Context: an optimization exercise on an open-source flow, tuned for small area. The choices shown serve that exercise and are no tape-out recipe.
Only simulation tests tie the RTL to the original design; equivalence was not proved.
Power and IR drop assume default switching activity.

### flow/design.v
module drv_channel (
    input  wire        clk,
    input  wire        rst_n,
    input  wire        wacc,
    input  wire [4:0]  wsub,
    input  wire [15:0] wdata,
    input  wire [15:0] on_w,        
    input  wire        capd_w,      
    output wire        stopped,
    output reg  [15:0] per_sh,
    output reg  [15:0] cmp_sh,
    output reg  [15:0] cap_sh,
    input  wire [4:0]  rsub,
    output reg  [31:0] rdata,       
    input  wire        flt_pin,
    output wire        drv_a,
    output wire        drv_b,
    output wire        flt_route,
    output reg         ev_latch,
    output reg         ev_rel,
    output reg         ev_trip
);
    localparam [1:0] ST_STOP  = 2'd0;
    localparam [1:0] ST_RUN   = 2'd1;
    localparam [1:0] ST_LATCH = 2'd2;
    localparam [4:0] S_CFG     = 5'h01;
    localparam [4:0] S_PERIOD  = 5'h02;
    localparam [4:0] S_COMPARE = 5'h03;
    localparam [4:0] S_CAP     = 5'h04;
    localparam [4:0] S_DTA     = 5'h05;
    localparam [4:0] S_DTB     = 5'h06;
    localparam [4:0] S_MINP    = 5'h07;
    localparam [4:0] S_BLANK   = 5'h08;
    localparam [4:0] S_GF      = 5'h09;
    localparam [4:0] S_TRIPN   = 5'h0A;
    localparam [4:0] S_CLEANM  = 5'h0B;
    localparam [4:0] S_STATE   = 5'h0C;
    localparam [4:0] S_FCOUNT  = 5'h0D;
    localparam [4:0] S_CLEAN   = 5'h0E;
    localparam [4:0] S_TRIPPED = 5'h0F;
    localparam [4:0] S_STRETCH = 5'h11;
    localparam [4:0] S_LATCHN  = 5'h12;
    localparam [4:0] S_ONTICKS = 5'h14;
    localparam [4:0] S_CTRL    = 5'h15;
    localparam [4:0] S_FLAGS   = 5'h16;
    localparam [4:0] S_CLEAR   = 5'h17;
    localparam [4:0] S_RUN     = 5'h18;
    reg        cfg_aonly;
    reg        cfg_pol;
    reg        cfg_byp;
    reg        cfg_en;
    reg [7:0]  dt_a, dt_b, minp, blank, trip_n;
    reg [3:0]  flt_gf;
    reg [15:0] clean_m;
    reg [15:0] per_act, cmp_act, cap_act;
    reg [15:0] on_act, on_sh;       
    reg        capd_act, capd_sh;   
    reg [1:0]  state;
    reg        rel_pend;        
    reg [15:0] cnt;
    reg        trp;             
    reg        x_q;             
    reg [7:0]  x_len;           
    reg        a_q, b_q;        
    reg        a1_q, b1_q;      
    reg [7:0]  a_len, b_len;    
    reg        s1, s2, fcond;
    reg [3:0]  gcnt;
    reg [7:0]  fcount;
    reg [15:0] clean_run;
    reg [31:0] tripped_periods;
    reg [31:0] stretches;
    reg [15:0] latch_count;
    assign stopped = (state == ST_STOP);
    wire w_per = wacc && (wsub == S_PERIOD);
    wire w_cmp = wacc && (wsub == S_COMPARE);
    wire w_cap = wacc && (wsub == S_CAP);
    wire w_sh  = w_per || w_cmp || w_cap;
    wire do_stop  = wacc && (wsub == S_RUN) && !wdata[0] && (state == ST_RUN);
    wire do_start = wacc && (wsub == S_RUN) &&  wdata[0] && stopped;
    wire do_rel   = wacc && (wsub == S_CTRL) && (state == ST_LATCH);
    wire do_clear = wacc && (wsub == S_CLEAR) && wdata[1];
    wire [15:0] cnt_inc = cnt + 16'd1;
    wire wrap   = !stopped && (cnt_inc == per_act);
    wire out_en = (state == ST_RUN);
    wire x_raw  = (cnt < on_act);
    wire flt_p  = flt_pin ^ cfg_pol;
    wire flt_c  = (flt_gf == 4'd0) ? s2 : fcond;
    wire ch_flt = cfg_en && flt_c;
    assign flt_route = cfg_byp ? flt_p : flt_c;
    wire trip_now = out_en && ch_flt && x_raw && !trp && a_q && (a_len >= blank);
    wire trp_eff  = trp || trip_now;
    wire x        = out_en && x_raw && !trp_eff;
    wire count_trip = trip_now && !do_stop;
    wire [8:0] fcount_inc = {1'b0, fcount} + 9'd1;
    wire latch_now  = count_trip && (trip_n != 8'd0) && (fcount_inc >= {1'b0, trip_n});
    wire [7:0] hi_prev = x_q ? x_len : 8'd0;
    wire [7:0] lo_prev = x_q ? 8'd0 : x_len;
    wire [7:0] a_hi = a_q ? a_len : 8'd0;
    wire [7:0] a_lo = a_q ? 8'd0 : a_len;
    wire [7:0] b_hi = b_q ? b_len : 8'd0;
    wire [7:0] b_lo = b_q ? 8'd0 : b_len;
    wire a_hold = out_en && a_q && (a_hi < minp) && !trp_eff;
    wire b_hold = out_en && !cfg_aonly && b_q && (b_hi < minp);
    wire a1 = x && (hi_prev >= dt_a) && (b_lo >= dt_a) && !b_hold;
    wire b1 = out_en && !cfg_aonly && !x && (lo_prev >= dt_b) && (a_lo >= dt_b) && !a_hold;
    wire a_nxt  = a1 || a_hold;
    wire b_nxt  = b1 || b_hold;
    wire st_a   = a1_q && !a1 && a_hold;
    wire st_b   = b1_q && !b1 && b_hold;
    assign drv_a = a_q;
    assign drv_b = b_q;
    function [7:0] sat8;
        input [7:0] v;
        sat8 = (v == 8'hFF) ? v : v + 8'd1;
    endfunction
    wire xfer = stopped || do_stop || wrap;
    always @(posedge clk) begin
        if (!rst_n) begin
            cfg_aonly <= 1'b0;
            cfg_pol   <= 1'b0;
            cfg_byp   <= 1'b0;
            cfg_en    <= 1'b1;
            dt_a      <= 8'd15;
            dt_b      <= 8'd15;
            minp      <= 8'd0;
            blank     <= 8'd0;
            trip_n    <= 8'd0;
            flt_gf    <= 4'd0;
            clean_m   <= 16'd16;
            per_act   <= 16'd1000;
            cmp_act   <= 16'h0000;
            cap_act   <= 16'hFFFF;
            per_sh    <= 16'd1000;
            cmp_sh    <= 16'h0000;
            cap_sh    <= 16'hFFFF;
            on_act    <= 16'd0;
            on_sh     <= 16'd0;
            capd_act  <= 1'b0;
            capd_sh   <= 1'b0;
            state     <= ST_STOP;
            rel_pend  <= 1'b0;
            cnt       <= 16'd0;
            trp       <= 1'b0;
            x_q       <= 1'b0;
            x_len     <= 8'd0;
            a_q       <= 1'b0;
            b_q       <= 1'b0;
            a1_q      <= 1'b0;
            b1_q      <= 1'b0;
            a_len     <= 8'd0;
            b_len     <= 8'd0;
            s1        <= 1'b0;
            s2        <= 1'b0;
            fcond     <= 1'b0;
            gcnt      <= 4'd0;
            fcount    <= 8'd0;
            clean_run <= 16'd0;
            tripped_periods <= 32'd0;
            stretches <= 32'd0;
            latch_count <= 16'd0;
            ev_latch  <= 1'b0;
            ev_rel    <= 1'b0;
            ev_trip   <= 1'b0;
        end else begin
            ev_latch <= 1'b0;
            ev_rel   <= 1'b0;
            ev_trip  <= 1'b0;
            if (wacc && wsub == S_CFG) begin
                cfg_aonly <= wdata[6];
                cfg_pol   <= wdata[4];
                cfg_byp   <= wdata[3];
                cfg_en    <= wdata[2];
            end
            if (wacc && wsub == S_DTA)    dt_a    <= wdata[7:0];
            if (wacc && wsub == S_DTB)    dt_b    <= wdata[7:0];
            if (wacc && wsub == S_MINP)   minp    <= wdata[7:0];
            if (wacc && wsub == S_BLANK)  blank   <= wdata[7:0];
            if (wacc && wsub == S_TRIPN)  trip_n  <= wdata[7:0];
            if (wacc && wsub == S_GF)     flt_gf  <= wdata[3:0];
            if (wacc && wsub == S_CLEANM) clean_m <= wdata;
            if (w_per) per_sh <= wdata;
            if (w_cmp) cmp_sh <= wdata;
            if (w_cap) cap_sh <= wdata;
            if (w_sh) begin
                on_sh   <= on_w;
                capd_sh <= capd_w;
            end
            if (xfer) begin
                per_act  <= w_per ? wdata : per_sh;
                cmp_act  <= w_cmp ? wdata : cmp_sh;
                cap_act  <= w_cap ? wdata : cap_sh;
                on_act   <= w_sh ? on_w : on_sh;
                capd_act <= w_sh ? capd_w : capd_sh;
            end
            if (do_stop || stopped || wrap)
                cnt <= 16'd0;
            else
                cnt <= cnt_inc;
            if (do_stop || wrap || !out_en)
                trp <= 1'b0;
            else
                trp <= trp_eff;
            if (do_stop) begin
                state    <= ST_STOP;
                rel_pend <= 1'b0;
            end else if (do_start) begin
                state <= ST_RUN;
            end else if (latch_now) begin
                state     <= ST_LATCH;
                fcount    <= trip_n;
                clean_run <= 16'd0;
                ev_latch  <= 1'b1;
                if (fcount == 8'd0) ev_trip <= 1'b1;
            end else if (state == ST_RUN && wrap) begin
                if (trp_eff) begin
                    fcount    <= sat8(fcount);
                    clean_run <= 16'd0;
                    if (fcount == 8'd0) ev_trip <= 1'b1;
                end else if ({1'b0, clean_run} + 17'd1 >= {1'b0, clean_m}) begin
                    fcount    <= 8'd0;
                    clean_run <= 16'd0;
                end else begin
                    clean_run <= clean_run + 16'd1;
                end
            end else if (state == ST_LATCH) begin
                if (do_rel) begin
                    fcount    <= 8'd0;
                    clean_run <= 16'd0;
                    ev_rel    <= 1'b1;
                end
                if ((rel_pend || do_rel) && wrap) begin
                    state    <= ST_RUN;
                    rel_pend <= 1'b0;
                end else if (do_rel) begin
                    rel_pend <= 1'b1;
                end
            end
            tripped_periods <= (do_clear ? 32'd0 : tripped_periods)
                             + {31'd0, latch_now || (!do_stop && state == ST_RUN && wrap && trp_eff)};
            stretches <= (do_clear ? 32'd0 : stretches) + {31'd0, st_a || st_b};
            if (do_clear)
                latch_count <= {15'd0, latch_now};
            else if (latch_now && latch_count != 16'hFFFF)
                latch_count <= latch_count + 16'd1;
            x_q   <= x;
            x_len <= !out_en ? 8'd0 : (x == x_q) ? sat8(x_len) : 8'd1;
            a_q   <= a_nxt;
            b_q   <= b_nxt;
            a1_q  <= a1;
            b1_q  <= b1;
            a_len <= (a_nxt == a_q) ? sat8(a_len) : 8'd1;
            b_len <= (b_nxt == b_q) ? sat8(b_len) : 8'd1;
            s1 <= flt_p;
            s2 <= s1;
            if (s2 == fcond) begin
                gcnt <= 4'd0;
            end else if ({1'b0, gcnt} + 5'd1 >= {1'b0, flt_gf}) begin
                fcond <= s2;
                gcnt  <= 4'd0;
            end else begin
                gcnt <= gcnt + 4'd1;
            end
        end
    end
    always @(*) begin
        case (rsub)
            S_CFG:     rdata = {16'd0, 8'd0, 1'b0, cfg_aonly, 1'b0, cfg_pol, cfg_byp, cfg_en, 2'b00};
            S_PERIOD:  rdata = {16'd0, per_act};
            S_COMPARE: rdata = {16'd0, cmp_act};
            S_CAP:     rdata = {16'd0, cap_act};
            S_DTA:     rdata = {24'd0, dt_a};
            S_DTB:     rdata = {24'd0, dt_b};
            S_MINP:    rdata = {24'd0, minp};
            S_BLANK:   rdata = {24'd0, blank};
            S_GF:      rdata = {28'd0, flt_gf};
            S_TRIPN:   rdata = {24'd0, trip_n};
            S_CLEANM:  rdata = {16'd0, clean_m};
            S_STATE:   rdata = {30'd0, state};
            S_FCOUNT:  rdata = {24'd0, fcount};
            S_CLEAN:   rdata = {16'd0, clean_run};
            S_TRIPPED: rdata = tripped_periods;
            S_STRETCH: rdata = stretches;
            S_LATCHN:  rdata = {16'd0, latch_count};
            S_ONTICKS: rdata = {16'd0, on_act};
            S_FLAGS:   rdata = {24'd0, 5'd0, flt_c, capd_act, 1'b0};
            default:   rdata = 32'd0;
        endcase
    end
endmodule
module drv_unit (
    input  wire        clk,
    input  wire        rst_n,
    input  wire        wr_en,
    input  wire [1:0]  wr_ch,
    input  wire [4:0]  wr_sub,
    input  wire [15:0] wr_data,
    output reg         wr_ack,
    output reg         wr_nak,
    input  wire [1:0]  rd_ch,
    input  wire [4:0]  rd_sub,
    output reg  [31:0] rd_data,
    input  wire [3:0]  flt,
    output wire [3:0]  drv_a,
    output wire [3:0]  drv_b,
    output wire [3:0]  flt_route,
    output wire [3:0]  evt_latched,
    output wire [3:0]  evt_released,
    output wire [3:0]  evt_tripping
);
    wire [3:0]  stopped;
    wire [31:0] rdata [0:3];
    wire [15:0] per_sh [0:3];
    wire [15:0] cmp_sh [0:3];
    wire [15:0] cap_sh [0:3];
    wire st = stopped[wr_ch];
    reg  refuse;
    always @(*) begin
        case (wr_sub)
            5'h01:   refuse = !st || (wr_data[11:8] != 4'd0) || wr_data[7];
            5'h02:   refuse = (wr_data[15:6] == 10'd0);
            5'h03:   refuse = 1'b0;
            5'h04:   refuse = 1'b0;
            5'h05, 5'h06, 5'h07, 5'h08, 5'h0A:
                     refuse = !st || (wr_data[15:8] != 8'd0);
            5'h09:   refuse = !st || (wr_data[15:4] != 12'd0);
            5'h0B:   refuse = !st || (wr_data == 16'd0);
            5'h15:   refuse = (wr_data != 16'd1);
            5'h17:   refuse = 1'b0;
            5'h18:   refuse = (wr_data[15:1] != 15'd0);
            default: refuse = 1'b1;
        endcase
    end
    wire acc = wr_en && !refuse;
    wire [15:0] per_w = (wr_sub == 5'h02) ? wr_data : per_sh[wr_ch];
    wire [15:0] cmp_w = (wr_sub == 5'h03) ? wr_data : cmp_sh[wr_ch];
    wire [15:0] cap_w = (wr_sub == 5'h04) ? wr_data : cap_sh[wr_ch];
    wire        capd_w = (cap_w < cmp_w);
    wire [15:0] c_eff  = capd_w ? cap_w : cmp_w;
    wire [31:0] product = c_eff * per_w;
    wire [15:0] q0      = product[31:16];
    wire [16:0] q_sum   = {1'b0, q0} + {1'b0, product[15:0]};
    wire [15:0] on_w    = q0 + {15'd0, (q_sum >= 17'd65535)};
    genvar i;
    generate
        for (i = 0; i < 4; i = i + 1) begin : g_ch
            drv_channel u_ch (
                .clk       (clk),
                .rst_n     (rst_n),
                .wacc      (acc && (wr_ch == i)),
                .wsub      (wr_sub),
                .wdata     (wr_data),
                .on_w      (on_w),
                .capd_w    (capd_w),
                .stopped   (stopped[i]),
                .per_sh    (per_sh[i]),
                .cmp_sh    (cmp_sh[i]),
                .cap_sh    (cap_sh[i]),
                .rsub      (rd_sub),
                .rdata     (rdata[i]),
                .flt_pin   (flt[i]),
                .drv_a     (drv_a[i]),
                .drv_b     (drv_b[i]),
                .flt_route (flt_route[i]),
                .ev_latch  (evt_latched[i]),
                .ev_rel    (evt_released[i]),
                .ev_trip   (evt_tripping[i])
            );
        end
    endgenerate
    always @(posedge clk) begin
        if (!rst_n) begin
            wr_ack  <= 1'b0;
            wr_nak  <= 1'b0;
            rd_data <= 32'd0;
        end else begin
            wr_ack  <= acc;
            wr_nak  <= wr_en && refuse;
            rd_data <= rdata[rd_ch];
        end
    end
endmodule
### flow/config.mk
export PLATFORM = sky130hd
export DESIGN_NAME = drv_unit
export DESIGN_NICKNAME = drv_unit
export VERILOG_FILES = /design/flow/design.v
export SDC_FILE = /design/flow/constraint.sdc
export NUM_CORES = 4
export LEC_CHECK = 0
export CAP_MARGIN = 20
export CORE_MARGIN = 2
export CORE_UTILIZATION = 60
export PLACE_DENSITY = 0.75
export SLEW_MARGIN = 20
### flow/constraint.sdc
create_clock -name core_clock -period 22.0 [get_ports {clk}]
set_input_delay 4.4000 -clock core_clock [delete_from_list [all_inputs] [get_ports {clk}]]
set_output_delay 4.4000 -clock core_clock [all_outputs]
set_load 0.01 [all_outputs]
### flow/run.sh
#!/bin/bash
# synth_recipe.tcl (not shown) runs the flow's synth.tcl, then flattens the netlist and writes it again
# the make line also repeats each setting of config.mk as NAME=value (left out here)
make -C /OpenROAD-flow-scripts/flow DESIGN_CONFIG=/design/flow/config.mk WORK_HOME=/design/flow/orfs CLKGATE_MAP_FILE= SYNTH_SCRIPT=/design/flow/synth_recipe.tcl finish
==> impl_metrics.py <==
metrics = {
    "power_and_ir_drop": {
        "power.density_mw_per_mm2": 61.67,
        "power_leakage_nw": 38.29,
        "peakVddDrop_mv": 0.06729,
    },
    "sta": {
        "rsz0062_at_grt": "false",
        "setup_violations": 0,
        "fmax_mhz": 51.96,
        "hold_slack_ps": 409.1,
        "skew_ps": 59.05,
        "period_minus_slack_ps": 19240,
        "finalSetupTns_ps": 0,
        "drv_slew": 0,
        "slew-limit-headroom_pct": 8.811,
        "tightest_slew_ps": 1361,
        "timing.final.hold_violations": 0,
        "period_share_pct": 87.47,
    },
    "route": {
        "drtIter0Drc": 12200,
        "dr.pass1.iters": 9,
        "wl_per_cell_microns": 29.66,
        "route.detailed.drc": 0,
        "viasPerCell": 6.770,
        "final_antenna_net_count": 0,
        "vias": 82230,
        "wl_microns": 360200,
    },
    "synthesis": {
        "synth_xor_xnor_area_share_pct": 6.230,
        "yosysSeqAreaShare_pct": 33.29,
        "synth_flop_cell": "dfxtp_1",
        "synth_edf_count": 0,
        "ys_ff_latch": 1462,
        "synth_top_family_by_area": "simple AND/OR/NAND/NOR gates",
        "synth_area_sq_mm": 0.08793,
        "synth_compound_gate_area_share_pct": 15.83,
        "synthMuxAreaShare_pct": 5.887,
        "async_flop_share_pct": 0,
        "synth_adder_area_share_pct": 12.66,
        "ys_warn_count": 2,
        "synthTopCellsByArea": "dfxtp_1 33%, ha_1 8.2%, nor2_1 5.1%",
        "ys_types": 104,
        "synth.top_cell.area_share_pct": 33.29,
        "synth_fp_nets": 11060,
        "synth_top_area_cell": "dfxtp_1",
        "syn_avg_cell_area_sq_um": 8.575,
        "synth_cells": 10250,
        "synth-simple-area-share_pct": 20.58,
    },
    "cts": {
        "postCtsSetupBuffers": 0,
        "cts_root_buf": "clkbuf_16",
        "ctsHoldBuffers": 0,
        "clock_latency_ps": 820,
        "cts_tree": "done",
        "ctsResizeCount": 0,
        "path_clk_slew_ps": 60,
        "ctsLongestPathBuffers": 3,
        "cts.sinks": 1462,
        "htreeDepth": 4,
        "cts_made_buffers": 160,
    },
    "critical_path": {
        "path_class": "in2reg",
        "cp.required_ps": 22720,
        "reg2reg_depth": 49,
        "crit_path_max_incr_delay_ps": 1030,
        "start_kind": "input pin",
        "setup.worst_path.end_class": "register",
        "slowest_stage": "xor2_1",
        "r2r-end": "g_ch[0].u_ch.on_act[2]",
        "timing.rr.start": "g_ch[0].u_ch.cap_sh[9]",
        "r2r_slack_ps": 7350,
        "crit_arrival_ps": 19970,
        "crit_top_cell": "fa_1",
        "worst-path-max-fanout": 49,
    },
    "finish": {
        "area_delta_synth_final_pct": 9.042,
        "layout_commonest_cell": "dfxtp_1",
        "fill_cells": 12300,
        "stdcell_count": 12150,
        "most-common-layout-cells": "1462 x dfxtp_1, 1170 x nor2_1, 863 x nand2_1",
        "drive_gt1_share_pct": 6.817,
        "postLayoutCoreUtil_pct": 65.87,
        "nets": 10900,
    },
    "global_route": {
        "top_usage_layer": "met2",
        "met2_usage_pct": 66.14,
        "grt_pass1_wl_microns": 520900,
        "overflow": 0,
        "grt_pass1_vias": 76680,
        "grt_max_degree": 143,
        "gr-usage-all-layers_pct": 46.67,
        "grt.met1_usage_pct": 60.77,
        "antenna_found_initial": 29,
        "grt.met3_usage_pct": 16.73,
    },
    "hold_path": {
        "min_from": "g_ch[0].u_ch.s1",
        "hp-class": "reg2reg",
        "hold_end": "g_ch[0].u_ch.s2",
        "hold_depth": 1,
    },
    "die": {
        "fp.dieH_microns": 386.8,
        "num_rows": 140,
        "coreArea_sq_mm": 0.1456,
        "ioPinCount": 95,
        "start_util_pct": 60.40,
        "dieArea_sq_mm": 0.1496,
        "die_x_microns": 386.8,
    },
    "placed_design": {
        "place_congestion": 1.100,
        "port_buffers": 94,
        "hpwl_microns": 264900,
        "dp.cells": 11840,
    },
    "run_status": {
        "status": "no timing/DRC/antenna violations",
    },
    "run": {
        "maxCapViolCount": 0,
    },
}
[stage by stage]
stage	cell area (sq um)	total power, mW	setup WS, ps
final	95880	5.913	2756
after floorplan	87930	2.940	4904
after detailed placement	90330	3.114	2248
after CTS	95790	5.878	3041
after global placement	90300	3.111	2240
after global routing	95830	6.022	2213
[flip-flops by register name, indices dropped and copies added, names as in the netlist, 64 cells and up]
register / cells
g_ch.u_ch.cnt: 64
g_ch.u_ch.on_sh: 64
g_ch.u_ch.clean_run: 64
g_ch.u_ch.cmp_act: 64
g_ch.u_ch.on_act: 64
g_ch.u_ch.cap_sh: 64
g_ch.u_ch.cap_act: 64
g_ch.u_ch.tripped_periods: 128
g_ch.u_ch.per_sh: 64
g_ch.u_ch.cmp_sh: 64
g_ch.u_ch.per_act: 64
g_ch.u_ch.stretches: 128
g_ch.u_ch.clean_m: 64
g_ch.u_ch.latch_count: 64
[final cells by class]
type / instances / area [sq um] / area share, %
Clock buffer: 222 / 4518 / 4.712
Tap cell: 1917 / 2399 / 2.502
Multi-Input combinational cell: 7556 / 54100 / 56.43
Timing Repair Buffer: 262 / 2172 / 2.265
Clock inverter: 63 / 940.9 / 0.9814
Antenna cell: 19 / 47.55 / 0.04959
Sequential cell: 1462 / 29270 / 30.53
Inverter: 645 / 2429 / 2.533
[worst max path at each step]
stage	slack [ps]	to	startpoint
finish	2760	g_ch[0].u_ch.on_act[2]	wr_sub[4]
global route	2210	g_ch[1].u_ch.on_act[2]	wr_sub[4]
CTS	3040	g_ch[2].u_ch.on_act[2]	wr_sub[4]
detailed placement	2250	g_ch[1].u_ch.on_act[2]	wr_sub[4]
global placement	2240	g_ch[0].u_ch.on_act[7]	wr_sub[4]
floorplan	4900	g_ch[3].u_ch.on_act[12]	wr_ch[1]
[critical path, delay by kind of cell]
kind                       cells  cell delay, ps
buffers and inverters          8            1730
and+or+nand+nor               11            2830
adders and majority gates     11            4730
muxes                          2            1310
AOI/OAI and AO/OA             16            3860
xor gates and xnor gates       1            1030
[synth_stat cells (all sizes together) (153+ instances only)]
cell type	count
ha	578
mux2i	345
buf	153
a22oi	162
xnor2	253
xor2	314
nor2	1217
dfxtp	1462
fa	195
a21oi	412
a22o	200
nand4	171
and2	182
inv	645
o21ai	305
nor3	235
clkbuf	438
a21o	251
nand3	344
nand2	873
[per-layer routing]
| metal | wire length, microns | vias to the layer above |
|---|---|---|
| met5 | 340 | - |
| met4 | 26820 | 34 |
| met3 | 51780 | 1416 |
| met2 | 144700 | 5546 |
| met1 | 136600 | 39610 |
| li1 | - | 35630 |
[logic make-up (layout without fill, tap and decap cells)]
kind of cell | after synthesis | in the layout
buffers and inverters | 1236 | 1192
adders and majority gates | 773 | 773
muxes | 449 | 449
and+or+nand+nor | 3759 | 3759
xor gates and xnor gates | 589 | 589
other | 0 | 19
DFF | 1462 | 1462
AOI/OAI and AO/OA | 1986 | 1986
[power by group]
group          leakage [nW]  internal, mW  switching (mW)
Combinational          23.8         0.108           0.303
Sequential             11.8          2.66          0.0122
Clock                  2.67          1.62            1.22
Total                  38.3          4.38            1.53

## re-timing with driven ports
In the flow no input, the clock included, has a driving cell. The finished layout below was timed again as built, in two steps. Step 1 assumes that a clkbuf_16 drives the clock port and a buf_2 every other input. Step 2 times the ports against the registers' clock, not the clock port: input delays grow and output delays shrink by t, the midpoint of the rising clock arrivals with the driver on. Slacks: ideal ports / drivers / drivers and shift; pairs: ideal ports / drivers.
shift t [ns]: 0.888
slack for setup (ns): 2.756 / 2.800 / 1.912
worst setup path at the end: input to register
worst register clock-pin slew, ns: 0.07 / 0.07
worst data-port slew with drivers (ns): 0.09
After both steps this run still meets setup and hold. For this run, drivers alone change the setup slack by +0.044 ns; drivers and shift together by -0.844 ns.
